From an optimization exercise on the open Yosys and OpenROAD flow, aimed at small area, a short achievable clock period and few clock cycles per item; shortcuts taken in it are not production practice.
The RTL was checked by simulation tests, not by an equivalence proof against the original design.
No activity file was given, so power comes from the tool's default toggle rates.

**flow/config.mk**
```make
export PLATFORM = sky130hd
export DESIGN_NAME = sp_coder
export DESIGN_NICKNAME = sp_coder
export VERILOG_FILES = /design/flow/design.v
export SDC_FILE = /design/flow/constraint.sdc
export NUM_CORES = 4
export LEC_CHECK = 0
export CAP_MARGIN = 20
export CORE_MARGIN = 2
export CORE_UTILIZATION = 72
export CTS_CLUSTER_DIAMETER = 120
export CTS_CLUSTER_SIZE = 24
export SLEW_MARGIN = 20
```
**flow/constraint.sdc**
```tcl
create_clock -name core_clock -period 14.5 [get_ports {clk}]
set_input_delay 2.9000 -clock core_clock [delete_from_list [all_inputs] [get_ports {clk}]]
set_output_delay 2.9000 -clock core_clock [all_outputs]
set_load 0.01 [all_outputs]
```
**flow/run.sh**
```bash
#!/bin/bash
# synth_recipe.tcl (not shown) runs the flow's synth.tcl, then flattens the netlist and writes it again
# the make line also repeats each setting of config.mk as NAME=value (left out here)
make -C /OpenROAD-flow-scripts/flow DESIGN_CONFIG=/design/flow/config.mk WORK_HOME=/design/flow/orfs CLKGATE_MAP_FILE= SYNTH_SCRIPT=/design/flow/synth_recipe.tcl finish
```
**flow/design.v**
```verilog
module sp_coder (
    input  wire        clk,
    input  wire        rst,            
    input  wire        in_valid,
    output wire        in_ready,
    input  wire [3:0]  in_slot,
    input  wire [63:0] in_p,           
    input  wire        in_skip,        
    input  wire        in_still,
    input  wire        in_jump,
    input  wire        in_refresh,
    output reg         out_valid,
    input  wire        out_ready,
    output reg  [3:0]  out_slot,
    output reg  [7:0]  out_code,
    output reg         out_esc_valid,
    output reg  [63:0] out_esc
);
    localparam NSLOT = 16;
    localparam [7:0] CODE_JUMP  = 8'h7F;
    localparam [7:0] CODE_TRACK = 8'h81;
    localparam [7:0] CODE_STILL = 8'h80;
    localparam [3:0] HEAD_RST = 4'd14;
    localparam W    = 5;
    localparam NALU = (64 + W - 1) / W;
    reg [63:0] ring_r [0:NSLOT-1];
    reg [63:0] ring_v [0:NSLOT-1];
    reg [NSLOT-1:1] stale;
    reg [3:0] head;
    reg       rst_q;               
    reg        a_valid;
    reg        a_match;            
    reg [3:0]  a_slot;
    reg [63:0] a_p;
    reg        a_skip, a_still, a_jump, a_refresh;
    reg        s_valid;
    reg [3:0]  s_slot;
    reg [7:0]  s_code;
    reg        s_esc_valid;
    wire go = a_valid && a_match && !s_valid;
    wire out_free = !out_valid || out_ready;
    wire s_move   = s_valid && (!s_esc_valid || head == s_slot);
    wire s_valid_n = !rst && (out_free ? (s_valid && !s_move) : (s_valid || go));
    reg  rdy_q;
    assign in_ready = rdy_q;
    wire [63:0] r_cur = ring_r[0];
    wire [63:0] v_cur = ring_v[0];
    wire [63:0] p     = a_p;
    wire [63:0] nr    = ~r_cur;
    wire [63:0] nv    = ~v_cur;
    wire [63:0] su    = p ^ nr ^ nv;
    wire [63:0] cy    = {(p[62:0] & nr[62:0]) | (p[62:0] & nv[62:0]) | (nr[62:0] & nv[62:0]), 1'b1};
    wire [15:0] e_lo  = {1'b0, su[14:0]} + {1'b0, cy[14:0]} + 16'd1;
    wire        c15   = e_lo[15];
    wire [15:0] e16   = {su[15] ^ cy[15] ^ c15, e_lo[14:0]};
    wire [48:0] ha    = su[63:15];
    wire [48:0] hb    = cy[63:15];
    wire [48:0] hx    = ha ^ hb;
    wire        all0  = (hx[0] == c15)  && ((ha[47:0] | hb[47:0]) == hx[48:1]);
    wire        all1  = (hx[0] == !c15) && ((ha[47:0] & hb[47:0]) == ~hx[48:1]);
    wire        lo_ok = all0 ? (e16[15] == 1'b0 && e16[14:0] <= 15'h7E7F)
                             : (e16[15] == 1'b1 && e16[14:0] >= 15'h0180);
    wire        c_ok  = (all0 || all1) && lo_ok;
    wire [15:0] t16   = e16 + 16'd128;
    wire [8:0]  k     = 9'd128 - {1'b0, t16[7:0]};
    wire mode_skip  = a_skip;
    wire mode_still = !a_skip && a_still;
    wire mode_pq    = !a_skip && !a_still && !a_jump;    
    wire mode_p     = !a_skip && !a_still;               
    wire esc        = mode_p && (a_jump || a_refresh || !c_ok);
    reg [7:0]  code;
    always @(*) begin
        if (a_skip)                  code = 8'd0;
        else if (a_still)            code = CODE_STILL;
        else if (a_jump)             code = CODE_JUMP;
        else if (a_refresh || !c_ok) code = CODE_TRACK;
        else                         code = t16[15:8];
    end
    wire [63:0] r1_d = (go && mode_p) ? p : r_cur;
    wire [63:0] r1_q = rst_q ? 64'd0 : r1_d;
    wire [63:0] v1_q = (rst_q || (go && mode_still)) ? 64'd0 :
                       (go && mode_pq) ? ~r_cur : v_cur;
    reg [NALU:1] op_pq;
    reg [NALU:1] op_skip;
    reg [NALU:1] k_neg;
    reg [7:0]    kd [1:NALU];      
    reg [NALU:2] cr;               
    reg [NALU:2] cv;               
    wire [63:0] r_alu [1:NALU];
    wire [63:0] v_alu [1:NALU];
    wire [NALU:1] cr_out, cv_out;
    genvar g, b;
    generate
        for (g = 1; g <= NALU; g = g + 1) begin : alu
            localparam LO = (g - 1) * W;
            localparam HI = (g * W > 64) ? 63 : g * W - 1;
            wire [HI-LO+1:0] crc;
            wire [HI-LO+1:0] cvc;
            if (g == 1) begin : first
                assign crc[0] = 1'b0;
                assign cvc[0] = 1'b1;
            end else begin : next
                assign crc[0] = cr[g];
                assign cvc[0] = cv[g];
            end
            for (b = LO; b <= HI; b = b + 1) begin : bit_
                wire kb  = (b < 8) ? kd[g][(b < 8) ? b : 0] : k_neg[g];
                wire rb  = ring_r[g][b];
                wire vb  = ring_v[g][b];
                wire xb  = op_skip[g] ? vb : kb;
                wire ci  = crc[b-LO];
                wire rn  = rb ^ xb ^ ci;
                wire nvb = vb;
                wire di  = cvc[b-LO];
                assign crc[b-LO+1] = (rb & xb) | (rb & ci) | (xb & ci);
                assign cvc[b-LO+1] = (rn & nvb) | (rn & di) | (nvb & di);
                assign r_alu[g][b] = rn;
                assign v_alu[g][b] = op_pq[g] ? (rn ^ nvb ^ di) : vb;
            end
            if (LO > 0) begin : keep_lo
                assign r_alu[g][LO-1:0] = ring_r[g][LO-1:0];
                assign v_alu[g][LO-1:0] = ring_v[g][LO-1:0];
            end
            if (HI < 63) begin : keep_hi
                assign r_alu[g][63:HI+1] = ring_r[g][63:HI+1];
                assign v_alu[g][63:HI+1] = ring_v[g][63:HI+1];
            end
            assign cr_out[g] = crc[HI-LO+1];
            assign cv_out[g] = cvc[HI-LO+1];
        end
    endgenerate
    always @(posedge clk) begin
        op_pq[1]   <= go && mode_pq;
        op_skip[1] <= go && mode_skip;
        kd[1]      <= (go && mode_pq && !a_refresh && c_ok) ? k[7:0] : 8'd0;
        k_neg[1]   <= go && mode_pq && !a_refresh && c_ok && k[8];
    end
    generate
        for (g = 2; g <= NALU; g = g + 1) begin : alu_regs
            always @(posedge clk) begin
                op_pq[g]   <= op_pq[g-1];
                op_skip[g] <= op_skip[g-1];
                k_neg[g]   <= k_neg[g-1];
                kd[g]      <= kd[g-1];
                cr[g]      <= cr_out[g-1];
                cv[g]      <= cv_out[g-1];
            end
        end
    endgenerate
    integer j;
    always @(posedge clk) begin
        if (stale[NSLOT-1]) begin
            ring_r[0] <= 64'd0;
            ring_v[0] <= 64'd0;
        end else begin
            ring_r[0] <= ring_r[NSLOT-1];
            ring_v[0] <= ring_v[NSLOT-1];
        end
        ring_r[1] <= r1_q;
        ring_v[1] <= v1_q;
        for (j = 2; j <= NALU + 1; j = j + 1) begin
            ring_r[j] <= r_alu[j-1];
            ring_v[j] <= v_alu[j-1];
        end
        for (j = NALU + 2; j < NSLOT; j = j + 1) begin
            ring_r[j] <= ring_r[j-1];
            ring_v[j] <= ring_v[j-1];
        end
    end
    always @(posedge clk) begin
        rst_q <= rst;
        if (rst) begin
            stale <= {(NSLOT-1){1'b1}};
            head  <= HEAD_RST;
        end else begin
            stale <= {stale[NSLOT-2:1], 1'b0};
            head  <= head + 4'd1;
        end
    end
    wire       a_valid_n = !rst && (rdy_q ? in_valid : a_valid);
    wire [3:0] a_slot_n  = rdy_q ? in_slot : a_slot;
    wire       a_match_n = (a_slot_n == head + 4'd1);
    always @(posedge clk) begin
        a_valid <= a_valid_n;
        a_match <= a_match_n;
        rdy_q   <= !a_valid_n || (a_match_n && !s_valid_n);
        if (rdy_q) begin
            a_slot    <= in_slot;
            a_p       <= in_p;
            a_skip    <= in_skip;
            a_still   <= in_still;
            a_jump    <= in_jump;
            a_refresh <= in_refresh;
        end
    end
    always @(posedge clk) begin
        s_valid <= s_valid_n;
        if (rst) begin
            out_valid <= 1'b0;
        end else if (out_free) begin
            out_valid <= s_move || go;
        end
    end
    always @(posedge clk) begin
        if (go) begin
            s_slot      <= a_slot;
            s_code      <= code;
            s_esc_valid <= esc;
        end
        if (out_free) begin
            if (s_valid) begin
                out_slot      <= s_slot;
                out_code      <= s_code;
                out_esc_valid <= s_esc_valid;
            end else begin
                out_slot      <= a_slot;
                out_code      <= code;
                out_esc_valid <= esc;
            end
            out_esc <= r1_d;
        end
    end
endmodule
```
==> results of run 1 <==
worst max-delay path by stage:
stage                   start           to  slack [ns]  cells after the start
finish                  rdy_q     in_ready        9.39                      1
global route           a_p[1]  out_code[2]        9.07                     15
CTS                     rdy_q     in_ready        9.32                      1
detailed placement     a_p[1]  out_code[1]        9.47                     15
global placement       a_p[1]  out_code[1]        9.55                     15
floorplan           out_ready  out_code[0]        9.61                      2
placed cells by master, fill, tap and decap left out, drive strengths merged, types with 116 or more instances in the layout:
cell type / instances
dfxtp: 2150
fa: 188
clkdlybuf4s50: 154
edfxtp: 158
nor2: 131
nor2b: 142
inv: 410
xnor2: 116
clkbuf: 148
ha: 118
layer usage:
layer / track usage [%] / vias to the layer above
met5: 0 / -
met3: 3.48 / 138
met1: 35.5 / 13276
li1: - / 13100
met2: 42.2 / 397
met4: 6.04 / 6
flip-flops by register name (all words and copies together) (netlist names), 11 cells and up:
| signal | cells |
|---|---|
| cr | 12 |
| ring_r | 1024 |
| ring_v | 1024 |
| k_neg | 13 |
| cv | 12 |
| op_skip | 13 |
| stale | 15 |
| out_esc | 64 |
| a_p | 64 |
| kd | 11 |
| op_pq | 13 |
power breakdown:
group	leakage [nW]	switching, mW	internal, mW
Combinational	6.03	0.156	0.118
Clock	1.43	1.84	1.39
Sequential	19.1	0.0417	6.46
per-stage QoR:
stage / util [%] / hold WS [ns] / instance area, um^2
global placement: 76.3 / 0.309 / 63900
global route: 79.8 / 0.326 / 66900
floorplan: - / 0.310 / 61100
detailed placement: 76.3 / 0.312 / 63900
CTS: 79.8 / 0.316 / 66900
finish: 79.8 / 0.313 / 66900
cells in the mapped netlist, types with 22 or more instances:
cell type  count
ha_1         118
and2_1        71
a21o_1        22
nor4_1        29
edfxtp_1     158
nand2_1       92
a211oi_1      57
inv_1        404
fa_1         188
xnor2_1      116
a21oi_1       90
dfxtp_1     2150
o21ai_0       69
nor2_1       130
mux2_2        37
clkbuf_1      73
nor2b_1      141
cell families (layout without fill, tap and decap cells):
| logic type | after synthesis | count (layout) | share of synthesized area (%) |
|---|---|---|---|
| flip-flops | 2308 | 2308 | 78.1 |
| AND/OR/NAND/NOR | 536 | 536 | 4.58 |
| buffers and inverters | 484 | 724 | 2.98 |
| adder cells (fa/ha/maj) | 306 | 306 | 8.57 |
| AO/OA/AOI/OAI | 281 | 281 | 2.99 |
| XOR/XNOR | 131 | 131 | 1.88 |
| multiplexers | 48 | 48 | 0.861 |
| other | 0 | 1 | 0 |
cell type report:
type | count | area [um^2] | share of cell area (%)
antenna | 1 | 2.50 | 0.00374
clock buffer | 148 | 2870 | 4.30
clock inverter | 5 | 77.6 | 0.116
inverter | 405 | 1530 | 2.28
multi-input combinational | 1302 | 11600 | 17.3
sequential | 2308 | 47800 | 71.5
tap | 1134 | 1420 | 2.12
timing repair buffer | 166 | 1630 | 2.44
==> flow_metrics.py, run 1 <==
metrics = {
    "status": {
        "status": "timing/DRC/antenna clean",
    },
    "sta": {
        "setup_ws_ns": 9.39,
        "max_freq_mhz": 196,
        "relSlewSlack_pct": 28.7,
        "hold_violations": 0,
        "slew_viol_final": 0,
        "tns_ns": 0,
        "min_period_ns": 5.11,
        "rsz0062_at_grt": "no",
        "setup_violations": 0,
        "worst_pin_slew_ns": 1.07,
        "fin_skew_ns": 0.0269,
        "min_period_over_period_pct": 35.3,
    },
    "layout": {
        "drive_gt1_share_pct": 4.71,
        "fill_cells": 4612,
        "instances_no_fill": 5469,
        "area_growth_pct": 9.38,
        "final_nets": 4671,
    },
    "clock_tree": {
        "cts_buffers": 106,
        "cts_tree": "done",
        "clkLatencyLatePin_ns": 0.70,
        "clockRootBuffer": "clkbuf_16",
        "cts_max_path_buffers": 3,
        "cts-htree-levels": 3,
        "post-cts-setup-buffers": 0,
        "post_cts_resized": 0,
        "clock_sinks": 2308,
        "clkTransAtPathRegs_ns": 0.11,
        "hold_buffers": 0,
    },
    "detailed_routing": {
        "avgViaCountPerCell": 4.92,
        "top_layer": "met5",
        "num_vias": 26917,
        "wl_met1_mm": 49.6,
        "wl_met2_mm": 52.5,
        "wirelength_mm": 108,
        "ant_nets": 0,
        "dr_wl_met3_mm": 3.54,
        "first_iter_violations": 1416,
        "drc": 0,
        "drtPass1Iterations": 5,
        "wire_per_inst_um": 19.7,
    },
    "synthesis": {
        "synth_nets": 4476,
        "synthesis.area_mm2": 0.0611,
        "async_reset_ff_share_pct": 0,
        "synth.area.top_cells": "dfxtp_1, edfxtp_1, fa_1",
        "synth_edf_count": 158,
        "synth_ff_type": "dfxtp_1",
        "ys_ff_latch": 2308,
        "synth_top_area_share_pct": 70.4,
        "syn_inst": 4094,
        "synth_seq_area_share_pct": 78.1,
        "synth.distinct_cells": 66,
        "ys_warn_count": 4,
        "yosysTopAreaCell": "dfxtp_1",
        "avgSynthCellArea_um2": 14.9,
    },
    "setup_path": {
        "crit_family": "flip-flops",
        "path_buf_inv": 1,
        "path_cells": "clkdlybuf4s50_1",
        "reg2reg_to": "out_code[2]",
        "slowest_stage": "dfxtp_4",
        "r2r_slack_ns": 9.42,
        "reg2reg_depth": 15,
        "r2r-start": "a_p[1]",
        "crit_type": "reg -> out",
        "required_ns": 11.60,
        "worstSetupEndpointType": "output pin",
        "cp_max_fo": 39,
        "crit_arrival_ns": 2.21,
        "max_stage_delay_ns": 0.84,
        "cp-start-kind": "flop",
    },
    "worst_hold_path": {
        "hold_path.class": "reg -> reg",
        "whs_path_depth": 0,
        "min_to": "ring_v[3][18]",
        "min_from": "ring_v[2][18]",
    },
    "floorplan": {
        "die_y_um": 295,
        "rows": 106,
        "die_w_um": 295,
        "dieArea_mm2": 0.0873,
        "floorplan.initialDensity_pct": 73.0,
        "core_mm2": 0.0838,
        "io_pins": 155,
    },
    "power_and_ir_drop": {
        "power_density_mw_per_mm2": 150,
        "ir_drop_mv": 0.155,
        "power.total_mw": 10.0,
        "leakagePower_nw": 26.5,
    },
    "place": {
        "dp_cells": 5315,
        "dp_hpwl_mm": 69.3,
        "routabilityCongestion": 0.913,
        "numPortBuffers": 154,
        "pre_cts_slack_ns": 9.47,
    },
    "job": {
        "drv_cap": 0,
    },
    "global_route": {
        "grt_max_degree": 82,
        "grt_pass1_wl_mm": 163,
        "antenna_found_initial": 8,
        "grt_remaining_overflow": 0,
        "grt_pass1_vias": 27996,
        "grt.total_usage_pct": 25.2,
    },
}
Testbench counts, summed over its fixed seeds: cycles 6,160, items 6,144.
==> run 2, diff against run 1 <==
--- a/flow/config.mk
+++ b/flow/config.mk
@@ -8,5 +8,5 @@
 export CAP_MARGIN = 20
 export CORE_MARGIN = 2
-export CORE_UTILIZATION = 72
+export CORE_UTILIZATION = 60
 export CTS_CLUSTER_DIAMETER = 120
 export CTS_CLUSTER_SIZE = 24
==> flow_metrics.py, run 2 <==
metrics = {
    "layout": {
        "drive_gt1_share_pct": 4.68,
        "fin_area_mm2": 0.0672,
        "ff_latch_area_mm2": 0.0478,
        "final_nets": 4671,
        "top_regs": "ring_r (1024), ring_v (1024)",
        "instances_no_fill": 5703,
        "area_growth_pct": 9.83,
        "multi_input_area_mm2": 0.0116,
        "final_core_util_pct": 66.2,
        "fill_cells": 7374,
        "final_cell_mix": "dfxtp_1, inv_1, fa_1",
        "final_common_cell": "dfxtp_1",
    },
    "detailed_routing": {
        "wirelength_mm": 99.2,
        "ant_nets": 0,
        "avgViaCountPerCell": 4.55,
        "num_vias": 25939,
        "first_iter_violations": 1393,
        "drtPass1Iterations": 5,
        "drc": 0,
        "wire_per_inst_um": 17.4,
    },
    "floorplan": {
        "core_mm2": 0.101,
        "dieArea_mm2": 0.104,
        "die_y_um": 323,
        "die_w_um": 323,
        "floorplan.initialDensity_pct": 60.3,
        "rows": 117,
        "io_pins": 155,
    },
    "synthesis": {
        "ys_ff_latch": 2308,
        "syn_inst": 4094,
        "yosysTopAreaCell": "dfxtp_1",
        "avgSynthCellArea_um2": 14.9,
        "synthesis.area_mm2": 0.0611,
        "yosysMostFrequentCell": "dfxtp_1",
        "async_reset_ff_share_pct": 0,
        "ys_warn_count": 4,
        "synth_nets": 4476,
        "synth_top_area_share_pct": 70.4,
        "synth_common_cells": "dfxtp_1, inv_1, fa_1, edfxtp_1, nor2b_1",
        "synth.area.top_cells": "dfxtp_1, edfxtp_1, fa_1",
        "synth_edf_count": 158,
        "synth.distinct_cells": 66,
        "synth_seq_area_share_pct": 78.1,
        "synth_ff_type": "dfxtp_1",
    },
    "clock_tree": {
        "clkTransAtPathRegs_ns": 0.11,
        "clock_sinks": 2308,
        "post_cts_resized": 0,
        "cts_max_path_buffers": 3,
        "hold_buffers": 0,
        "post-cts-setup-buffers": 0,
        "clkLatencyLatePin_ns": 0.72,
        "cts_tree": "done",
        "cts-htree-levels": 3,
        "cts_buffers": 106,
        "clockRootBuffer": "clkbuf_16",
    },
    "sta": {
        "min_period_over_period_pct": 35.3,
        "slew_viol_final": 0,
        "min_period_ns": 5.13,
        "fin_skew_ns": 0.0312,
        "tns_ns": 0,
        "setup_ws_ns": 9.37,
        "max_freq_mhz": 195,
        "setup_violations": 0,
        "timing.hold.ws_ns": 0.300,
        "relSlewSlack_pct": 29.4,
        "rsz0062_at_grt": "no",
        "worst_pin_slew_ns": 1.06,
        "hold_violations": 0,
    },
    "setup_path": {
        "path_buf_inv": 1,
        "crit_start": "rdy_q",
        "max_stage_delay_ns": 0.84,
        "required_ns": 11.60,
        "worstSetupEndpointType": "output pin",
        "r2r_slack_ns": 9.40,
        "r2r-start": "a_p[1]",
        "crit_type": "reg -> out",
        "slowest_stage": "dfxtp_4",
        "crit_family": "flip-flops",
        "cp_max_fo": 38,
        "path_cells": "clkdlybuf4s50_1",
        "cp-start-kind": "flop",
        "crit_arrival_ns": 2.23,
    },
    "global_route": {
        "grt_pass1_vias": 25086,
        "grt_pass1_wl_mm": 149,
        "grt.total_usage_pct": 19.3,
        "grt_max_degree": 74,
        "grt_remaining_overflow": 0,
        "antenna_found_initial": 4,
    },
    "status": {
        "status": "timing/DRC/antenna clean",
    },
    "power_and_ir_drop": {
        "ir_drop_mv": 0.130,
        "power_density_mw_per_mm2": 148,
        "leakagePower_nw": 26.5,
        "power.total_mw": 9.97,
    },
    "worst_hold_path": {
        "hold_path.class": "reg -> reg",
        "min_from": "ring_v[11][17]",
    },
    "place": {
        "pre_cts_slack_ns": 9.40,
        "place_area_mm2": 0.0642,
        "dp_hpwl_mm": 68.0,
        "numPortBuffers": 154,
        "dp_cells": 5549,
        "routabilityCongestion": 0.897,
    },
    "job": {
        "drv_cap": 0,
    },
}
-- run 2: final timing paths --
| path | end | depth (start not counted) |
|---|---|---|
| max reg2reg | out_code[3] | 15 |
| min reg2reg | ring_v[12][17] | 0 |
| min | ring_v[12][17] | 0 |
| max | in_ready | 1 |
-- run 2: kinds of logic after synthesis --
logic type               count (synthesis)  synth area share, %
flip-flops                            2308                 78.1
XOR/XNOR                               131                 1.88
multiplexers                            48                0.861
buffers and inverters                  484                 2.98
AO/OA/AOI/OAI                          281                 2.99
AND/OR/NAND/NOR                        536                 4.58
adder cells (fa/ha/maj)                306                 8.57
-- run 2: metal layers --
metal	GRT usage [%]	part of all wire, %
met1	29.7	52
met2	28.7	43
met3	2.93	3.0
met4	5.26	2.5
met5	0	0.012
-- run 2: layout make-up --
cell class	count	share of cell area (%)
multi-input combinational	1302	17.2
clock buffer	148	4.23
tap	1368	2.55
antenna	1	0.00373
clock inverter	5	0.138
inverter	405	2.27
timing repair buffer	166	2.43
sequential	2308	71.2
-- run 2: power breakdown --
group          internal, mW  switching [mW]  total (mW)  leakage [nW]
Clock                  1.38            1.82        3.20          1.42
Sequential             6.46          0.0425        6.50          19.1
Combinational         0.118           0.159       0.277          6.03
==> run 3, diff against run 2 <==
--- a/flow/design.v
+++ b/flow/design.v
@@ -40,8 +40,10 @@
     wire go = a_valid && a_match && !s_valid;
     wire out_free = !out_valid || out_ready;
-    wire s_move   = s_valid && (!s_esc_valid || head == s_slot);
+    reg  s_hit;                    
+    wire s_move   = s_valid && (!s_esc_valid || s_hit);
     wire s_valid_n = !rst && (out_free ? (s_valid && !s_move) : (s_valid || go));
     reg  rdy_q;
     assign in_ready = rdy_q;
+    wire en_a = !a_valid || go;
     wire [63:0] r_cur = ring_r[0];
     wire [63:0] v_cur = ring_v[0];
@@ -62,5 +64,5 @@
                              : (e16[15] == 1'b1 && e16[14:0] >= 15'h0180);
     wire        c_ok  = (all0 || all1) && lo_ok;
-    wire [15:0] t16   = e16 + 16'd128;
+    wire [15:0] t16   = su[15:0] + cy[15:0] + 16'd129;      
     wire [8:0]  k     = 9'd128 - {1'b0, t16[7:0]};
     wire mode_skip  = a_skip;
@@ -68,20 +70,23 @@
     wire mode_pq    = !a_skip && !a_still && !a_jump;    
     wire mode_p     = !a_skip && !a_still;               
-    wire esc        = mode_p && (a_jump || a_refresh || !c_ok);
-    reg [7:0]  code;
+    wire esc        = mode_p && !use_c;
+    reg [7:0]  code_fix;
     always @(*) begin
-        if (a_skip)                  code = 8'd0;
-        else if (a_still)            code = CODE_STILL;
-        else if (a_jump)             code = CODE_JUMP;
-        else if (a_refresh || !c_ok) code = CODE_TRACK;
-        else                         code = t16[15:8];
-    end
-    wire [63:0] r1_d = (go && mode_p) ? p : r_cur;
-    wire [63:0] r1_q = rst_q ? 64'd0 : r1_d;
-    wire [63:0] v1_q = (rst_q || (go && mode_still)) ? 64'd0 :
-                       (go && mode_pq) ? ~r_cur : v_cur;
+        if (a_skip)                  code_fix = 8'd0;
+        else if (a_still)            code_fix = CODE_STILL;
+        else if (a_jump)             code_fix = CODE_JUMP;
+        else                         code_fix = CODE_TRACK;
+    end
+    wire       step_ok = mode_pq && !a_refresh;      
+    wire       use_c   = step_ok && c_ok;
+    wire [7:0] code    = use_c ? t16[15:8] : code_fix;
+    reg sel_p, sel_rk, sel_nr, sel_vk;
+    wire [63:0] r1_d = sel_p ? p : r_cur;
+    wire [63:0] r1_q = ({64{sel_p}} & p) | ({64{sel_rk}} & r_cur);
+    wire [63:0] v1_q = ({64{sel_nr}} & ~r_cur) | ({64{sel_vk}} & v_cur);
     reg [NALU:1] op_pq;
     reg [NALU:1] op_skip;
     reg [NALU:1] k_neg;
+    reg [NALU:1] stp;              
     reg [7:0]    kd [1:NALU];      
     reg [NALU:2] cr;               
@@ -105,5 +110,5 @@
             end
             for (b = LO; b <= HI; b = b + 1) begin : bit_
-                wire kb  = (b < 8) ? kd[g][(b < 8) ? b : 0] : k_neg[g];
+                wire kb  = (b < 8) ? (stp[g] & kd[g][(b < 8) ? b : 0]) : k_neg[g];
                 wire rb  = ring_r[g][b];
                 wire vb  = ring_v[g][b];
@@ -133,6 +138,7 @@
         op_pq[1]   <= go && mode_pq;
         op_skip[1] <= go && mode_skip;
-        kd[1]      <= (go && mode_pq && !a_refresh && c_ok) ? k[7:0] : 8'd0;
-        k_neg[1]   <= go && mode_pq && !a_refresh && c_ok && k[8];
+        kd[1]      <= k[7:0];
+        stp[1]     <= go && use_c;
+        k_neg[1]   <= go && use_c && k[8];
     end
     generate
@@ -143,4 +149,5 @@
                 k_neg[g]   <= k_neg[g-1];
                 kd[g]      <= kd[g-1];
+                stp[g]     <= stp[g-1];
                 cr[g]      <= cr_out[g-1];
                 cv[g]      <= cv_out[g-1];
@@ -178,12 +185,23 @@
         end
     end
-    wire       a_valid_n = !rst && (rdy_q ? in_valid : a_valid);
-    wire [3:0] a_slot_n  = rdy_q ? in_slot : a_slot;
+    wire       a_valid_n = !rst && (en_a ? in_valid : a_valid);
+    wire [3:0] a_slot_n  = en_a ? in_slot : a_slot;
     wire       a_match_n = (a_slot_n == head + 4'd1);
+    wire       go_n      = a_valid_n && a_match_n && !s_valid_n;
+    wire       skip_n    = en_a ? in_skip  : a_skip;
+    wire       still_n   = en_a ? in_still : a_still;
+    wire       jump_n    = en_a ? in_jump  : a_jump;
+    always @(posedge clk) begin
+        sel_p  <= go_n && !skip_n && !still_n;
+        sel_rk <= !rst && !(go_n && !skip_n && !still_n);
+        sel_nr <= go_n && !skip_n && !still_n && !jump_n;
+        sel_vk <= !rst && (!go_n || skip_n || (!still_n && jump_n));
+        s_hit  <= ((go ? a_slot : s_slot) == head + 4'd1);
+    end
     always @(posedge clk) begin
         a_valid <= a_valid_n;
         a_match <= a_match_n;
         rdy_q   <= !a_valid_n || (a_match_n && !s_valid_n);
-        if (rdy_q) begin
+        if (en_a) begin
             a_slot    <= in_slot;
             a_p       <= in_p;
==> flow/flow/run.sh (new file) <==
#!/bin/bash
# The standard layout (standard.sh), with one change: the buffers that
# buffer_ports puts on every input and output port are sky130_fd_sc_hd__buf_2
# instead of the cell buffer_ports picks by default (a clkdlybuf4s50 delay
# cell). The full make output is kept in standard.log.
set -euo pipefail
bash standard.sh "BUFFER_PORTS_ARGS=-buffer_cell sky130_fd_sc_hd__buf_2" finish > standard.log 2>&1
==> flow/standard.sh (new file) <==
#!/bin/bash
# synth_recipe.tcl (not shown) runs the flow's synth.tcl, then flattens the netlist and writes it again
# the make line also repeats each setting of config.mk as NAME=value (left out here)
make -C /OpenROAD-flow-scripts/flow DESIGN_CONFIG=/design/flow/config.mk WORK_HOME=/design/flow/orfs CLKGATE_MAP_FILE= SYNTH_SCRIPT=/design/flow/synth_recipe.tcl "${@:-finish}"
removed: flow/run.sh
==> flow_metrics.py, run 3 <==
metrics = {
    "clock_tree": {
        "cts-htree-levels": 3,
        "clock_sinks": 2315,
        "cts_buffers": 106,
        "clkLatencyLatePin_ns": 0.72,
        "post_cts_resized": 0,
        "post-cts-setup-buffers": 0,
        "hold_buffers": 0,
        "cts_tree": "done",
        "cts_max_path_buffers": 3,
        "clockRootBuffer": "clkbuf_16",
        "clkTransAtPathRegs_ns": 0.10,
    },
    "power_and_ir_drop": {
        "power_density_mw_per_mm2": 151,
        "ir_drop_mv": 0.129,
        "leakagePower_nw": 27.6,
    },
    "setup_path": {
        "slowest_stage": "or4_1",
        "cp_max_fo": 6,
        "required_ns": 14.96,
        "path_buf_inv": 0,
        "max_stage_delay_ns": 0.54,
        "cpMostUsedCell": "or4_1",
        "crit_arrival_ns": 4.89,
        "crit_type": "reg -> reg",
        "worstSetupEndpointType": "flop",
        "cp-start-kind": "flop",
        "crit_family": "simple AND/OR/NAND/NOR gates",
        "path_cells": "fa_1 > ha_1 > xnor2_1 > or4_1 > or4_1 > nor4_1 > nand4_1 > mux2i_4 > and3_2 > a31oi_1",
    },
    "synthesis": {
        "avgSynthCellArea_um2": 14.5,
        "yosysTopAreaCell": "dfxtp_1",
        "synth_common_cells": "dfxtp_1, inv_1, nand2_1, fa_1, edfxtp_1",
        "yosysMostFrequentCell": "dfxtp_1",
        "ys_warn_count": 4,
        "synthesis.area_mm2": 0.0621,
        "synth.distinct_cells": 71,
        "synth_top_area_share_pct": 69.8,
        "syn_inst": 4289,
        "synth_edf_count": 151,
        "synth_nets": 4691,
        "ys_ff_latch": 2315,
        "synth_ff_type": "dfxtp_1",
        "synth_seq_area_share_pct": 77.1,
        "async_reset_ff_share_pct": 0,
        "synth.area.top_cells": "dfxtp_1, edfxtp_1, fa_1",
    },
    "global_route": {
        "grt_pass1_vias": 27433,
        "antenna_found_initial": 3,
        "grt_max_degree": 78,
        "grt_pass1_wl_mm": 158,
        "grt.total_usage_pct": 19.7,
        "grt_remaining_overflow": 0,
    },
    "sta": {
        "relSlewSlack_pct": 27.2,
        "rsz0062_at_grt": "no",
        "worst_pin_slew_ns": 1.09,
        "hold_violations": 0,
        "setup_ws_ns": 10.07,
        "setup_violations": 0,
        "min_period_ns": 4.43,
        "min_period_over_period_pct": 30.6,
        "fin_skew_ns": 0.0291,
        "max_freq_mhz": 226,
        "slew_viol_final": 0,
        "tns_ns": 0,
    },
    "place": {
        "pre_cts_slack_ns": 9.75,
        "numPortBuffers": 154,
        "dp_cells": 5748,
        "dp_hpwl_mm": 69.7,
        "routabilityCongestion": 0.883,
    },
    "layout": {
        "fill_cells": 7530,
        "antenna_cells": 0,
        "final_cell_mix": "dfxtp_1, inv_1, nand2_1",
        "final_nets": 4890,
        "area_growth_pct": 8.46,
        "instances_no_fill": 5906,
        "final_common_cell": "dfxtp_1",
        "drive_gt1_share_pct": 7.76,
        "top_regs": "ring_r (1024), ring_v (1024)",
    },
    "detailed_routing": {
        "num_vias": 27338,
        "wirelength_mm": 102,
        "ant_nets": 0,
        "drtPass1Iterations": 5,
        "wire_per_inst_um": 17.3,
        "avgViaCountPerCell": 4.63,
        "first_iter_violations": 1610,
        "drc": 0,
    },
    "floorplan": {
        "rows": 117,
        "core_mm2": 0.102,
        "io_pins": 155,
        "floorplan.initialDensity_pct": 60.7,
        "die_y_um": 326,
        "die_w_um": 326,
        "dieArea_mm2": 0.106,
    },
    "worst_hold_path": {
        "hold_path.class": "reg -> reg",
    },
    "job": {
        "drv_cap": 0,
    },
    "status": {
        "status": "timing/DRC/antenna clean",
    },
}
-- run 3: changes by cell type in the layout (fill, tap and decap cells not counted), moves of 38 or more --
cell and delta:
nor2_1 -60, buf_2 +154, a211oi_1 -53, and2_1 -67, nand2_1 +199, inv_1 +38, o21ai_0 +71, clkdlybuf4s50_1 -154
-- run 3: area by class of cell --
cell class,count,area [um^2],area share [%]
inverters,442,1660,2.47
well taps,1368,1710,2.54
flip-flops and latches,2315,47900,71.1
multi-input cells,1462,12300,18.2
clock inverters,5,76.3,0.113
repair buffers,161,823,1.22
clock buffers,153,2900,4.31
-- run 3: cell families (layout without fill, tap and decap cells) --
| logic type | after synthesis | after routing | synth area share [%] |
|---|---|---|---|
| flip-flops | 2315 | 2315 | 77.1 |
| AO/OA/AOI/OAI | 305 | 305 | 2.84 |
| XOR/XNOR | 132 | 132 | 1.86 |
| AND/OR/NAND/NOR | 655 | 655 | 5.25 |
| buffers and inverters | 512 | 761 | 3.14 |
| adder cells (fa/ha/maj) | 326 | 326 | 8.98 |
| multiplexers | 44 | 44 | 0.806 |
-- run 3: worst paths after layout --
| check | slack, ns | endpoint | start | cells past startpoint |
|---|---|---|---|---|
| setup reg to reg | 10.07 | out_code[7] | a_p[37] | 10 |
| hold reg to reg | 0.32 | ring_v[15][6] | ring_v[14][6] | 0 |
| hold / removal | 0.32 | ring_v[15][6] | ring_v[14][6] | 0 |
| setup / recovery | 10.07 | out_code[7] | a_p[37] | 10 |
-- run 3: metrics by stage --
step           hold WS (ns)  instance area, um^2  utilization, %  power [mW]
6_report              0.318                67300            65.9        10.2
5_1_grt               0.320                67300            65.9        10.6
4_1_cts               0.317                67300            65.9        10.3
3_5_place_dp          0.312                64300            63.0        7.13
3_3_place_gp          0.309                64300            63.0        7.12
2_1_floorplan         0.310                62100               -        6.97
-- run 3: layer usage --
layer  part of all wire [%]  GRT usage, %
met1                     47          27.3
met2                     46          32.1
met3                    3.6          3.33
met4                    2.7          5.53
met5                  0.021             0
-- run 3: where the power goes --
part	total, mW	internal [mW]	switching (mW)
sequential	6.60	6.54	0.0621
combinational	0.371	0.142	0.230
clock	3.22	1.40	1.82
total	10.2	8.08	2.11
Testbench counts of run 3, summed over its fixed seeds: cycles 6,160, items 6,144.
==> run 4, diff against run 3 <==
==> flow/run.sh (new file) <==
#!/bin/bash
# synth_recipe.tcl (not shown) runs the flow's synth.tcl, then flattens the netlist and writes it again
# the make line also repeats each setting of config.mk as NAME=value (left out here)
make -C /OpenROAD-flow-scripts/flow DESIGN_CONFIG=/design/flow/config.mk WORK_HOME=/design/flow/orfs CLKGATE_MAP_FILE= SYNTH_SCRIPT=/design/flow/synth_recipe.tcl finish
removed: flow/flow/run.sh
removed: flow/standard.sh
==> flow_metrics.py, run 4 <==
metrics = {
    "status": {
        "status": "timing/DRC/antenna clean",
    },
    "clock_tree": {
        "clkLatencyLatePin_ns": 0.73,
        "cts-htree-levels": 3,
        "clock_sinks": 2315,
        "post-cts-setup-buffers": 0,
        "cts_tree": "done",
        "clockRootBuffer": "clkbuf_16",
        "cts_buffers": 106,
        "cts_max_path_buffers": 3,
        "clkTransAtPathRegs_ns": 0.11,
        "hold_buffers": 0,
        "post_cts_resized": 0,
    },
    "power_and_ir_drop": {
        "ir_drop_mv": 0.127,
        "power_density_mw_per_mm2": 150,
        "leakagePower_nw": 27.5,
        "power.total_mw": 10.2,
    },
    "setup_path": {
        "path_buf_inv": 1,
        "crit_family": "buffers and inverters",
        "crit_type": "reg -> out",
        "slowest_stage": "clkdlybuf4s50_1",
        "crit_arrival_ns": 1.81,
        "cp_max_fo": 1,
        "max_stage_delay_ns": 0.58,
        "cp-start-kind": "flop",
        "required_ns": 11.60,
        "path_cells": "clkdlybuf4s50_1",
        "worstSetupEndpointType": "output pin",
    },
    "place": {
        "routabilityCongestion": 0.887,
        "pre_cts_slack_ns": 9.39,
        "dp_cells": 5749,
        "numPortBuffers": 154,
        "dp_hpwl_mm": 70.5,
    },
    "detailed_routing": {
        "drtPass1Iterations": 5,
        "avgViaCountPerCell": 4.63,
        "wire_per_inst_um": 17.4,
        "num_vias": 27344,
        "ant_nets": 0,
        "drc": 0,
        "wirelength_mm": 103,
        "first_iter_violations": 1612,
    },
    "global_route": {
        "grt_pass1_vias": 27592,
        "grt_pass1_wl_mm": 158,
        "grt_remaining_overflow": 0,
        "use_met3_pct": 3.14,
        "grt_max_degree": 78,
        "antenna_found_initial": 4,
        "grt_use_met1_pct": 27.2,
        "globalRouteMet2Util_pct": 32.4,
        "grt_busiest_layer": "met2",
        "grt.total_usage_pct": 19.7,
    },
    "synthesis": {
        "ys_warn_count": 4,
        "synth_seq_area_share_pct": 77.1,
        "yosysMostFrequentCell": "dfxtp_1",
        "synth_nets": 4691,
        "synth_common_cells": "dfxtp_1, inv_1, nand2_1, fa_1, edfxtp_1",
        "syn_inst": 4289,
        "ys_ff_latch": 2315,
        "avgSynthCellArea_um2": 14.5,
        "synth_edf_count": 151,
        "synth.distinct_cells": 71,
        "synth.area.top_cells": "dfxtp_1, edfxtp_1, fa_1",
        "async_reset_ff_share_pct": 0,
        "synth_ff_type": "dfxtp_1",
        "synthesis.area_mm2": 0.0621,
        "yosysTopAreaCell": "dfxtp_1",
        "synth_top_area_share_pct": 69.8,
    },
    "layout": {
        "drive_gt1_share_pct": 4.39,
        "fill_cells": 7412,
        "area_growth_pct": 9.74,
        "top_regs": "ring_r (1024), ring_v (1024)",
        "instances_no_fill": 5906,
        "ff_latch_area_mm2": 0.0479,
        "final_cell_mix": "dfxtp_1, inv_1, nand2_1",
        "final_core_util_pct": 66.7,
        "final_nets": 4891,
        "final_common_cell": "dfxtp_1",
        "multi_input_area_mm2": 0.0123,
    },
    "sta": {
        "hold_violations": 0,
        "worst_pin_slew_ns": 1.08,
        "setup_violations": 0,
        "min_period_ns": 4.71,
        "max_freq_mhz": 212,
        "tns_ns": 0,
        "slew_viol_final": 0,
        "fin_skew_ns": 0.0303,
        "min_period_over_period_pct": 32.5,
        "setup_ws_ns": 9.79,
        "relSlewSlack_pct": 27.4,
        "rsz0062_at_grt": "no",
    },
    "floorplan": {
        "floorplan.initialDensity_pct": 60.7,
        "core_mm2": 0.102,
        "die_w_um": 326,
        "die_y_um": 326,
        "rows": 117,
        "io_pins": 155,
        "dieArea_mm2": 0.106,
    },
    "worst_hold_path": {
        "hold_path.class": "reg -> reg",
    },
    "job": {
        "drv_cap": 0,
    },
}
-- run 4: changes by cell type in the layout (fill, tap and decap cells not counted), moves of 2 or more --
cell,change
buf_2,-154
inv_6,-2
clkbuf_16,-2
clkdlybuf4s50_1,+154
clkinv_8,+3
clkbuf_1,-2
-- run 4: logic make-up (layout without fill, tap and decap cells) --
family	count (synthesis)	in the layout	synth area share, %
buf+inv	512	760	3.14
simple gates	655	655	5.25
other cells	0	1	0
fa+ha+maj	326	326	8.98
compound gates	305	305	2.84
xor+xnor	132	132	1.86
flops	2315	2315	77.1
mux	44	44	0.806
-- run 4: metrics by stage --
stage                     hold slack, ns  instance area [um^2]
after floorplan                    0.310                 62100
after global placement             0.310                 65100
after detailed placement           0.312                 65100
after CTS                          0.314                 68100
after global routing               0.322                 68100
final                              0.318                 68100
-- run 4: worst paths after layout --
kind	start	end	slack (ns)	cells after the start
worst min-delay path	ring_v[3][7]	ring_v[4][7]	0.32	0
worst max register to register	a_p[60]	k_neg[1]	10.18	10
worst min register to register	ring_v[3][7]	ring_v[4][7]	0.32	0
worst max-delay path	out_esc[25]	out_esc[25]	9.79	1
-- run 4: worst reg2reg max path, delay by kind of cell (launching register included) --
| family | cells | cell delay (ns) |
|---|---|---|
| fa+ha+maj | 2 | 0.87 |
| flops | 1 | 0.42 |
| xor+xnor | 1 | 0.39 |
| compound gates | 2 | 0.60 |
| simple gates | 5 | 1.95 |
-- run 4: area by class of cell --
type                    instances  share of cell area, %
repair buffers                162                   2.35
flip-flops and latches       2315                   70.3
inverters                     442                   2.44
multi-input cells            1462                   18.0
diodes                          1                0.00367
clock buffers                 148                   4.16
well taps                    1368                   2.51
clock inverters                 8                  0.233
-- run 4: report_power, final --
group	internal (mW)	switching [mW]
Clock	1.39	1.83
Sequential	6.54	0.0616
Combinational	0.163	0.232
-- run 4: metal layers --
layer	vias up	routed length (um)	share of wire, %
met2	369	47900	47
met5	-	23	0.022
li1	13709	-	-
met3	158	3380	3.3
met1	13104	48400	47
met4	4	3030	2.9
==> run 5, diff against run 4 <==
--- a/flow/design.v
+++ b/flow/design.v
@@ -46,9 +46,9 @@
     assign in_ready = rdy_q;
     wire en_a = !a_valid || go;
-    wire [63:0] r_cur = ring_r[0];
-    wire [63:0] v_cur = ring_v[0];
+    wire [63:0] nr    = ring_r[0];
+    wire [63:0] nv    = ring_v[0];
+    wire [63:0] r_cur = ~nr;
+    wire [63:0] v_cur = ~nv;
     wire [63:0] p     = a_p;
-    wire [63:0] nr    = ~r_cur;
-    wire [63:0] nv    = ~v_cur;
     wire [63:0] su    = p ^ nr ^ nv;
     wire [63:0] cy    = {(p[62:0] & nr[62:0]) | (p[62:0] & nv[62:0]) | (nr[62:0] & nv[62:0]), 1'b1};
@@ -84,5 +84,5 @@
     wire [63:0] r1_d = sel_p ? p : r_cur;
     wire [63:0] r1_q = ({64{sel_p}} & p) | ({64{sel_rk}} & r_cur);
-    wire [63:0] v1_q = ({64{sel_nr}} & ~r_cur) | ({64{sel_vk}} & v_cur);
+    wire [63:0] v1_q = ({64{sel_nr}} & nr) | ({64{sel_vk}} & v_cur);
     reg [NALU:1] op_pq;
     reg [NALU:1] op_skip;
@@ -158,9 +158,9 @@
     always @(posedge clk) begin
         if (stale[NSLOT-1]) begin
-            ring_r[0] <= 64'd0;
-            ring_v[0] <= 64'd0;
+            ring_r[0] <= ~64'd0;
+            ring_v[0] <= ~64'd0;
         end else begin
-            ring_r[0] <= ring_r[NSLOT-1];
-            ring_v[0] <= ring_v[NSLOT-1];
+            ring_r[0] <= ~ring_r[NSLOT-1];
+            ring_v[0] <= ~ring_v[NSLOT-1];
         end
         ring_r[1] <= r1_q;
==> flow/flow/run.sh (new file) <==
#!/bin/bash
# The standard layout (standard.sh), with one change: the buffers that
# buffer_ports puts on every input and output port are sky130_fd_sc_hd__buf_2
# instead of the cell buffer_ports picks by default (a clkdlybuf4s50 delay
# cell). The full make output is kept in standard.log.
set -euo pipefail
bash standard.sh "BUFFER_PORTS_ARGS=-buffer_cell sky130_fd_sc_hd__buf_2" finish > standard.log 2>&1
==> flow/standard.sh (new file) <==
#!/bin/bash
# synth_recipe.tcl (not shown) runs the flow's synth.tcl, then flattens the netlist and writes it again
# the make line also repeats each setting of config.mk as NAME=value (left out here)
make -C /OpenROAD-flow-scripts/flow DESIGN_CONFIG=/design/flow/config.mk WORK_HOME=/design/flow/orfs CLKGATE_MAP_FILE= SYNTH_SCRIPT=/design/flow/synth_recipe.tcl "${@:-finish}"
removed: flow/run.sh
==> flow_metrics.py, run 5 <==
metrics = {
    "setup_path": {
        "cp_max_fo": 4,
        "required_ns": 14.95,
        "path_cells": "fa_1 > ha_1 > fa_1 > and3_1 > a211oi_1 > o2111ai_1 > a41oi_1 > xnor2_1 > o41ai_1 > nor4b_1 > o21ai_0",
        "max_stage_delay_ns": 0.56,
        "reg2reg_depth": 11,
        "crit_arrival_ns": 5.00,
        "r2r-start": "a_p[3]",
        "reg2reg_to": "out_code[7]",
        "crit_type": "reg -> reg",
        "slowest_stage": "o41ai_1",
        "worstSetupEndpointType": "flop",
        "cp-start-kind": "flop",
        "r2r_slack_ns": 9.96,
        "cpMostUsedCell": "fa_1",
    },
    "layout": {
        "area_growth_pct": 8.63,
        "final_nets": 4656,
        "fill_cells": 7329,
        "ff_latch_area_mm2": 0.0479,
        "drive_gt1_share_pct": 7.99,
        "top_regs": "ring_r (1024), ring_v (1024)",
        "multi_input_area_mm2": 0.0117,
        "final_cell_mix": "dfxtp_1, inv_1, o21ai_0",
        "final_common_cell": "dfxtp_1",
        "final_core_util_pct": 66.0,
    },
    "synthesis": {
        "synthAdderAreaFrac_pct": 9.13,
        "synthesis.area_mm2": 0.0610,
        "synth_nets": 4451,
        "synth_common_cells": "dfxtp_1, inv_1, o21ai_0, fa_1, nand2_1",
        "synth.distinct_cells": 59,
        "synth-xor-area-share_pct": 1.88,
        "muxShareOfSynthArea_pct": 0.872,
        "synth_top_area_share_pct": 71.0,
        "yosysMostFrequentCell": "dfxtp_1",
        "avgSynthCellArea_um2": 15.1,
        "synth_edf_count": 151,
        "syn_inst": 4049,
        "synth.area.top_cells": "dfxtp_1, edfxtp_1, fa_1",
        "ys_warn_count": 4,
        "yosysTopAreaCell": "dfxtp_1",
        "synth_compound_area_share_pct": 3.20,
        "async_reset_ff_share_pct": 0,
        "synth_ff_type": "dfxtp_1",
        "synth_top_family_by_area": "adder cells",
        "synth_seq_area_share_pct": 78.4,
        "ys_ff_latch": 2315,
        "yosys.area_share.simple_pct": 4.10,
    },
    "place": {
        "routabilityCongestion": 0.823,
        "numPortBuffers": 154,
        "dp_hpwl_mm": 69.6,
    },
    "sta": {
        "setup_violations": 0,
        "rsz0062_at_grt": "no",
        "worst_pin_slew_ns": 1.09,
        "max_freq_mhz": 220,
        "min_period_ns": 4.54,
        "hold_violations": 0,
        "fin_skew_ns": 0.0309,
        "tns_ns": 0,
        "min_period_over_period_pct": 31.3,
        "slew_viol_final": 0,
        "relSlewSlack_pct": 27.1,
    },
    "detailed_routing": {
        "drc": 0,
        "wire_per_inst_um": 17.9,
        "drtPass1Iterations": 5,
        "ant_nets": 0,
        "num_vias": 26174,
        "first_iter_violations": 1528,
        "wirelength_mm": 102,
        "avgViaCountPerCell": 4.62,
    },
    "clock_tree": {
        "post_cts_resized": 0,
        "clockRootBuffer": "clkbuf_16",
        "hold_buffers": 0,
        "clock_sinks": 2315,
        "cts-htree-levels": 3,
        "post-cts-setup-buffers": 0,
        "cts_max_path_buffers": 3,
        "cts_buffers": 106,
        "clkTransAtPathRegs_ns": 0.10,
        "cts_tree": "done",
        "clkLatencyLatePin_ns": 0.71,
    },
    "floorplan": {
        "core_mm2": 0.100,
        "die_y_um": 323,
        "dieArea_mm2": 0.104,
        "floorplan.initialDensity_pct": 60.7,
        "io_pins": 155,
        "die_w_um": 323,
        "rows": 116,
    },
    "global_route": {
        "grt.total_usage_pct": 19.9,
        "grt_max_degree": 97,
        "grt_remaining_overflow": 0,
        "antenna_found_initial": 9,
        "grt_pass1_wl_mm": 153,
        "grt_pass1_vias": 25653,
    },
    "worst_hold_path": {
        "whs_path_depth": 0,
        "min_from": "ring_v[14][48]",
        "min_to": "ring_v[15][48]",
        "hold_path.class": "reg -> reg",
    },
    "power_and_ir_drop": {
        "power_density_mw_per_mm2": 153,
        "leakagePower_nw": 27.1,
        "ir_drop_mv": 0.132,
    },
    "status": {
        "status": "timing/DRC/antenna clean",
    },
    "job": {
        "drv_cap": 0,
    },
}
==> run 5: cell types whose count changed after synthesis, sizes merged, moves of 15 or more <==
cell,before,now
o21ai,142,212
nor2b,149,24
nand2,291,168
inv,441,321
xor2,45,30
nand2b,5,133
==> run 5: area by class of cell <==
type | count | area share (%)
antenna | 2 | 0.00755
multi-input combinational | 1347 | 17.7
clock inverter | 5 | 0.132
tap | 1357 | 2.56
inverter | 323 | 1.84
clock buffer | 152 | 4.33
sequential | 2315 | 72.2
timing repair buffer | 161 | 1.24
==> run 5: worst max path at each step <==
stage	from	end	slack (ns)	depth (start not counted)
global placement	out_ready	out_esc[56]	9.63	4
global route	ring_r[0][2]	out_code[7]	9.59	15
detailed placement	out_ready	out_esc[56]	9.61	4
floorplan	s_valid	sel_rk	9.16	9
finish	a_p[3]	out_code[7]	9.96	11
CTS	a_p[61]	out_code[0]	9.98	11
==> run 5: cell families after synthesis <==
group	after synthesis
multiplexers	47
buffers and inverters	387
XOR/XNOR	131
flip-flops	2315
adder cells (fa/ha/maj)	326
AND/OR/NAND/NOR	490
AO/OA/AOI/OAI	353
==> run 5: per-layer routing <==
metal  global-route usage (%)  wire length, um  up-vias
li1                         -                -    13107
met1                     30.3            52000    12550
met2                     29.3            42900      378
met3                     3.91             4330      137
met4                     5.10             2380        2
met5                        0               13        -
==> run 5: report_power, final <==
part           switching (mW)  internal, mW
Combinational           0.215         0.134
Sequential             0.0537          6.54
Clock                    1.82          1.38
Total                    2.09          8.05
==> run 5: worst max-delay path: cells and delay by family, from the launching register on <==
| kind | cells | cell delay (ns) |
|---|---|---|
| AO/OA/AOI/OAI | 5 | 1.80 |
| XOR/XNOR | 1 | 0.17 |
| adder cells (fa/ha/maj) | 3 | 1.23 |
| flip-flops | 1 | 0.43 |
| AND/OR/NAND/NOR | 2 | 0.66 |
==> run 5: per-stage QoR <==
step	power (mW)	hold WS (ns)	worst slack (ns)	std cells	cell area (um^2)
after global placement	7.09	0.310	9.63	5503	63300
after CTS	10.3	0.305	9.98	5660	66300
after detailed placement	7.09	0.312	9.61	5503	63300
final	10.1	0.309	9.96	5662	66300
after global routing	10.5	0.313	9.59	5660	66300
after floorplan	6.95	0.310	9.16	4049	61000
Testbench counts of run 5, summed over its fixed seeds: cycles 6,160, items 6,144.
==> run 6, diff against run 5 <==
==> flow/flow/run.sh (replaced) <==
#!/bin/bash
# The standard layout (standard.sh) with two changes:
#  - buffer_ports puts sky130_fd_sc_hd__buf_2 on every input and output port
#    instead of the delay cell it picks by default;
#  - timing repair aims for more setup slack than the standard flow does.
# The clock period and all constraints are the design's. The full make
# output is kept in standard.log.
set -euo pipefail
bash standard.sh "BUFFER_PORTS_ARGS=-buffer_cell sky130_fd_sc_hd__buf_2" SETUP_SLACK_MARGIN=10.3 finish > standard.log 2>&1
==> flow_metrics.py, run 6 <==
metrics = {
    "status": {
        "status": "timing/DRC/antenna clean",
    },
    "sta": {
        "slew_viol_final": 0,
        "hold_violations": 0,
        "rsz0062_at_grt": "yes",
        "worst_pin_slew_ns": 0.949,
        "max_freq_mhz": 231,
        "relSlewSlack_pct": 36.4,
        "min_period_ns": 4.32,
        "tns_ns": 0,
        "fin_skew_ns": 0.0337,
        "setup_violations": 0,
        "min_period_over_period_pct": 29.8,
        "setup_ws_ns": 10.18,
    },
    "synthesis": {
        "ys_warn_count": 4,
        "synth.distinct_cells": 59,
        "yosysMostFrequentCell": "dfxtp_1",
        "synth_top_area_share_pct": 71.0,
        "syn_inst": 4049,
        "synth_seq_area_share_pct": 78.4,
        "synth.area.top_cells": "dfxtp_1, edfxtp_1, fa_1",
        "ys_ff_latch": 2315,
        "synthesis.area_mm2": 0.0610,
        "avgSynthCellArea_um2": 15.1,
        "async_reset_ff_share_pct": 0,
        "synth_edf_count": 151,
        "synth_common_cells": "dfxtp_1, inv_1, o21ai_0, fa_1, nand2_1",
        "synth_nets": 4451,
        "synth_ff_type": "dfxtp_1",
        "yosysTopAreaCell": "dfxtp_1",
    },
    "power_and_ir_drop": {
        "power_density_mw_per_mm2": 152,
        "leakagePower_nw": 27.3,
        "ir_drop_mv": 0.114,
    },
    "floorplan": {
        "io_pins": 155,
        "core_mm2": 0.100,
        "die_w_um": 323,
        "floorplan.initialDensity_pct": 60.7,
        "die_y_um": 323,
        "rows": 116,
        "dieArea_mm2": 0.104,
    },
    "setup_path": {
        "crit_type": "reg -> out",
        "path_cells": "buf_6",
        "max_stage_delay_ns": 0.53,
        "crit_arrival_ns": 1.42,
        "reg2reg_depth": 12,
        "r2r_slack_ns": 10.43,
        "r2r-start": "a_p[6]",
        "worstSetupEndpointType": "output pin",
        "crit_family": "flip-flops",
        "cp-start-kind": "flop",
        "cp_max_fo": 1,
        "slowest_stage": "edfxtp_1",
        "reg2reg_to": "out_code[0]",
        "required_ns": 11.60,
        "path_buf_inv": 1,
    },
    "detailed_routing": {
        "wirelength_mm": 100,
        "drc": 0,
        "ant_nets": 0,
        "avgViaCountPerCell": 4.59,
        "wire_per_inst_um": 17.7,
        "drtPass1Iterations": 5,
        "num_vias": 26012,
        "first_iter_violations": 1421,
    },
    "place": {
        "dp_hpwl_mm": 68.9,
        "pre_cts_slack_ns": 9.38,
        "routabilityCongestion": 0.826,
        "numPortBuffers": 154,
    },
    "clock_tree": {
        "clkTransAtPathRegs_ns": 0.10,
        "cts_tree": "done",
        "cts-htree-levels": 3,
        "clock_sinks": 2315,
        "cts_max_path_buffers": 3,
        "cts_buffers": 106,
        "clkLatencyLatePin_ns": 0.71,
        "clockRootBuffer": "clkbuf_16",
    },
    "layout": {
        "area_growth_pct": 9.34,
        "final_cell_mix": "dfxtp_1, inv_1, o21ai_0",
        "drive_gt1_share_pct": 9.38,
        "final_nets": 4668,
        "final_common_cell": "dfxtp_1",
        "top_regs": "ring_r (1024), ring_v (1024)",
    },
    "worst_hold_path": {
        "hold_path.class": "reg -> reg",
        "min_to": "ring_r[6][56]",
        "whs_path_depth": 0,
        "min_from": "ring_r[5][56]",
    },
    "global_route": {
        "grt_pass1_vias": 25050,
        "grt_remaining_overflow": 0,
        "grt_max_degree": 89,
        "grt_pass1_wl_mm": 150,
        "antenna_found_initial": 9,
        "grt.total_usage_pct": 19.5,
    },
    "job": {
        "drv_cap": 0,
    },
}
==> run 6: power breakdown <==
group	leakage (nW)	internal (mW)	switching, mW	total (mW)
Sequential	19.1	6.54	0.0586	6.60
Clock	1.42	1.40	1.79	3.20
Combinational	6.74	0.149	0.217	0.366
Total	27.3	8.09	2.07	10.2
==> run 6: repair_timing <==
action	4_1_cts	5_1_grt
hold buffers	0	0
cloned	1	0
setup endpoints to repair	89	68
hold endpoints to repair	0	0
gates resized for setup	25	39
pin swaps	4	33
setup buffers	0	11
==> run 6: worst max-delay path by stage <==
stage,startpoint,end,slack (ns),cells after the start
finish,out_code[7],out_code[7],10.18,1
global route,out_code[7],out_code[7],10.08,1
CTS,out_code[7],out_code[7],10.11,1
detailed placement,out_ready,out_esc[10],9.38,4
global placement,out_ready,out_esc[10],9.39,4
floorplan,out_ready,out_code[0],9.94,2
==> run 6: per-layer routing <==
metal  routed length, um  share of wire (%)  global-route usage [%]  up-vias
li1                    -                  -                       -    13123
met1               52500                 52                    30.8    12425
met2               41400                 41                    27.9      357
met3                4170                4.2                    3.10      107
met4                2170                2.2                    5.40        0
met5                   0                  0                       0        -
==> run 6: logic make-up after synthesis <==
logic type               Yosys count  share of synthesized area (%)
flip-flops                      2315                           78.4
AND/OR/NAND/NOR                  490                           4.10
buffers and inverters            387                           2.38
AO/OA/AOI/OAI                    353                           3.20
adder cells (fa/ha/maj)          326                           9.13
XOR/XNOR                         131                           1.88
multiplexers                      47                          0.872
==> run 6: final cells by class <==
| class | instances | area [um^2] |
|---|---|---|
| multi-input combinational | 1347 | 12000 |
| inverter | 323 | 1220 |
| clock buffer | 149 | 2920 |
| tap | 1357 | 1700 |
| sequential | 2315 | 47900 |
| antenna | 7 | 17.5 |
| timing repair buffer | 172 | 931 |
| clock inverter | 2 | 25.0 |
| timing repair inverter | 1 | 5.00 |
| fill | 7389 | 33700 |
==> run 6: stage by stage <==
| stage | instances | power (mW) | cell area (um^2) | hold slack [ns] | utilization (%) |
|---|---|---|---|---|---|
| 6_report | 5673 | 10.2 | 66700 | 0.315 | 66.4 |
| 5_1_grt | 5666 | 10.5 | 66700 | 0.318 | 66.4 |
| 4_1_cts | 5655 | 10.3 | 66400 | 0.314 | 66.1 |
| 3_5_place_dp | 5503 | 7.09 | 63300 | 0.312 | 63.0 |
| 3_3_place_gp | 5503 | 7.09 | 63300 | 0.310 | 63.0 |
| 2_1_floorplan | 4049 | 6.95 | 61000 | 0.310 | - |
==> run 7, diff against run 6 <==
--- a/flow/design.v
+++ b/flow/design.v
@@ -104,5 +104,5 @@
             if (g == 1) begin : first
                 assign crc[0] = 1'b0;
-                assign cvc[0] = 1'b1;
+                assign cvc[0] = op_pq[g];
             end else begin : next
                 assign crc[0] = cr[g];
@@ -116,10 +116,10 @@
                 wire ci  = crc[b-LO];
                 wire rn  = rb ^ xb ^ ci;
-                wire nvb = vb;
+                wire yb  = op_pq[g] & rn;
                 wire di  = cvc[b-LO];
                 assign crc[b-LO+1] = (rb & xb) | (rb & ci) | (xb & ci);
-                assign cvc[b-LO+1] = (rn & nvb) | (rn & di) | (nvb & di);
+                assign cvc[b-LO+1] = (yb & vb) | (yb & di) | (vb & di);
                 assign r_alu[g][b] = rn;
-                assign v_alu[g][b] = op_pq[g] ? (rn ^ nvb ^ di) : vb;
+                assign v_alu[g][b] = yb ^ vb ^ di;
             end
             if (LO > 0) begin : keep_lo
--- a/flow/config.mk
+++ b/flow/config.mk
@@ -8,5 +8,5 @@
 export CAP_MARGIN = 20
 export CORE_MARGIN = 2
-export CORE_UTILIZATION = 60
+export CORE_UTILIZATION = 75
 export CTS_CLUSTER_DIAMETER = 120
 export CTS_CLUSTER_SIZE = 24
==> flow_metrics.py, run 7 <==
metrics = {
    "floorplan": {
        "die_y_um": 289,
        "die_w_um": 289,
        "dieArea_mm2": 0.0836,
        "io_pins": 155,
        "core_mm2": 0.0805,
        "floorplan.initialDensity_pct": 75.7,
        "rows": 104,
    },
    "sta": {
        "slew_viol_final": 0,
        "min_period_ns": 4.31,
        "fin_skew_ns": 0.0200,
        "relSlewSlack_pct": 27.0,
        "min_period_over_period_pct": 29.7,
        "max_freq_mhz": 232,
        "tns_ns": 0,
        "rsz0062_at_grt": "yes",
        "setup_violations": 0,
        "hold_violations": 0,
        "worst_pin_slew_ns": 1.09,
    },
    "synthesis": {
        "ys_ff_latch": 2315,
        "synth_ff_type": "dfxtp_1",
        "synth_nets": 4433,
        "yosysTopAreaCell": "dfxtp_1",
        "synth_top_area_share_pct": 71.0,
        "synth_edf_count": 151,
        "syn_inst": 4031,
        "synthesis.area_mm2": 0.0610,
        "async_reset_ff_share_pct": 0,
        "synth.area.top_cells": "dfxtp_1, edfxtp_1, fa_1",
        "avgSynthCellArea_um2": 15.1,
        "yosysMostFrequentCell": "dfxtp_1",
        "synth_seq_area_share_pct": 78.5,
        "synth.distinct_cells": 72,
        "synth_common_cells": "dfxtp_1, inv_1, o21ai_0, fa_1, nand2_1",
        "ys_warn_count": 4,
    },
    "setup_path": {
        "cp_max_fo": 1,
        "worstSetupEndpointType": "output pin",
        "crit_arrival_ns": 1.41,
        "path_cells": "buf_2",
        "crit_family": "flip-flops",
        "crit_type": "reg -> out",
        "required_ns": 11.60,
        "path_buf_inv": 1,
        "cp-start-kind": "flop",
        "slowest_stage": "edfxtp_1",
        "max_stage_delay_ns": 0.53,
    },
    "detailed_routing": {
        "wirelength_mm": 118,
        "drtPass1Iterations": 6,
        "num_vias": 28009,
        "wire_per_inst_um": 22.1,
        "ant_nets": 0,
        "drc": 0,
        "first_iter_violations": 1755,
        "avgViaCountPerCell": 5.23,
    },
    "layout": {
        "area_growth_pct": 8.06,
        "instances_no_fill": 5355,
        "drive_gt1_share_pct": 7.59,
        "top_regs": "ring_r (1024), ring_v (1024)",
        "final_nets": 4649,
        "final_common_cell": "dfxtp_1",
        "final_cell_mix": "dfxtp_1, inv_1, o21ai_0",
    },
    "global_route": {
        "antenna_found_initial": 15,
        "grt_pass1_wl_mm": 175,
        "grt.total_usage_pct": 28.6,
        "grt_pass1_vias": 29067,
        "grt_remaining_overflow": 0,
        "grt_max_degree": 71,
    },
    "worst_hold_path": {
        "hold_path.class": "reg -> reg",
    },
    "power_and_ir_drop": {
        "ir_drop_mv": 0.144,
        "clock_power_share_pct": 31.6,
        "power_density_mw_per_mm2": 155,
        "p_int_mw": 8.04,
        "p_seq_share_pct": 64.8,
        "leakagePower_nw": 27.4,
        "swShare_pct": 21.2,
        "combinationalPowerShare_pct": 3.6,
        "p_switching_mw": 2.17,
    },
    "place": {
        "numPortBuffers": 154,
        "dp_hpwl_mm": 74.0,
        "dp_cells": 5199,
        "routabilityCongestion": 0.909,
    },
    "clock_tree": {
        "post-cts-setup-buffers": 0,
        "cts_tree": "done",
        "cts_buffers": 106,
        "clock_sinks": 2315,
        "cts_max_path_buffers": 3,
        "clkLatencyLatePin_ns": 0.69,
        "clkTransAtPathRegs_ns": 0.10,
        "cts-htree-levels": 3,
        "clockRootBuffer": "clkbuf_16",
    },
    "status": {
        "status": "timing/DRC/antenna clean",
    },
    "job": {
        "drv_cap": 0,
    },
}
run 7: cell types whose count changed after synthesis, sizes merged, moves of 10 or more:
cell	change
nor2b	+35
mux2	-34
a21oi	-33
nor2	-33
nor4	+25
xnor2	+17
xor2	-17
nand2	+15
clkbuf	-12
inv	-11
and2	+10
run 7: routing by layer:
layer / GRT usage, % / routed length, um / vias up
met5: 0 / 7 / -
met4: 7.78 / 2850 / 2
met3: 3.81 / 5480 / 157
met2: 48.4 / 58200 / 705
met1: 39.4 / 51700 / 14033
li1: - / - / 13112
run 7: area by class of cell:
cell class	count	area (um^2)
antenna	1	2.50
clock buffer	149	2810
clock inverter	6	93.8
fill	3846	14700
inverter	312	1170
multi-input combinational	1351	11800
sequential	2315	47900
tap	1060	1330
timing repair buffer	161	830
run 7: power by group through the flow:
stage	combinational (mW)	sequential, mW	clock (mW)
3_5_place_dp	0.359	6.76	0
5_1_grt	0.399	6.62	3.47
6_report	0.368	6.61	3.23
4_1_cts	0.365	6.61	3.27
3_3_place_gp	0.354	6.75	0
2_1_floorplan	0.233	6.73	0
run 7: worst paths after layout:
check | cells past startpoint | end | start | slack [ns]
hold / removal | 0 | ring_v[13][24] | ring_v[12][24] | 0.32
setup / recovery | 1 | out_code[7] | out_code[7] | 10.19
setup reg to reg | 11 | ring_v[5][19] | op_skip[4] | 10.44
hold reg to reg | 0 | ring_v[13][24] | ring_v[12][24] | 0.32
run 7: kinds of logic after synthesis:
logic type | synth area share [%]
mux | 0.199
flops | 78.5
fa+ha+maj | 9.14
buf+inv | 2.26
simple gates | 4.79
xor+xnor | 1.88
compound gates | 3.25
run 7: stage by stage:
step	cell area, um^2	hold WS [ns]	setup WS (ns)	power, mW	utilization, %
after floorplan	61000	0.310	9.94	6.96	-
after global placement	63000	0.309	9.80	7.10	78.2
after detailed placement	63000	0.312	9.76	7.11	78.2
after CTS	65900	0.317	10.19	10.2	81.8
after global routing	65900	0.322	10.15	10.5	81.8
final	65900	0.322	10.19	10.2	81.8
run 7: what timing repair did:
| item | 4_1_cts | 5_1_grt |
|---|---|---|
| pin swaps | 0 | 1 |
| setup endpoints to repair | 31 | 41 |
| resized for setup | 3 | 4 |
| hold buffers | 0 | 0 |
Testbench counts of run 7, summed over its fixed seeds: cycles 6,160, items 6,144.

afterwards: timing with drivers on the ports:
Ports are ideal in the flow. The routed layouts listed here were re-timed in OpenROAD.
Step 1 assumes that a clkbuf_16 drives the clock port and a buf_2 every other input.
Step 2, shift: input delay + t, output delay - t, t = (earliest + latest rising clock arrival at the registers) / 2. This alone moves slack from input paths to output paths.
Slacks: ideal ports / drivers / drivers and shift; pairs: ideal ports / drivers.
run	shift t [ns]	slack for setup (ns)	worst setup path after step 2	clock arrival spread, ns	worst data-port slew with drivers (ns)
run 1	0.748	9.387 / 9.322 / 9.419	register to register	0.034 / 0.034	0.06
run 2	0.770	9.375 / 9.308 / 9.382	input to register	0.034 / 0.033	0.11
run 3	0.774	10.066 / 10.066 / 9.805	input to register	0.034 / 0.033	0.13
run 4	0.780	9.792 / 9.725 / 9.415	input to register	0.035 / 0.034	0.14
run 5	0.763	9.956 / 9.956 / 9.597	input to register	0.032 / 0.032	0.08
run 6	0.753	10.180 / 10.115 / 9.717	input to register	0.036 / 0.036	0.11
run 7	0.750	10.189 / 10.122 / 9.724	input to register	0.026 / 0.027	0.07
After both steps every run listed still meets setup and hold. The setup slack of run 7, which loses most, moves by -0.067 ns with the drivers and by -0.465 ns with both steps.
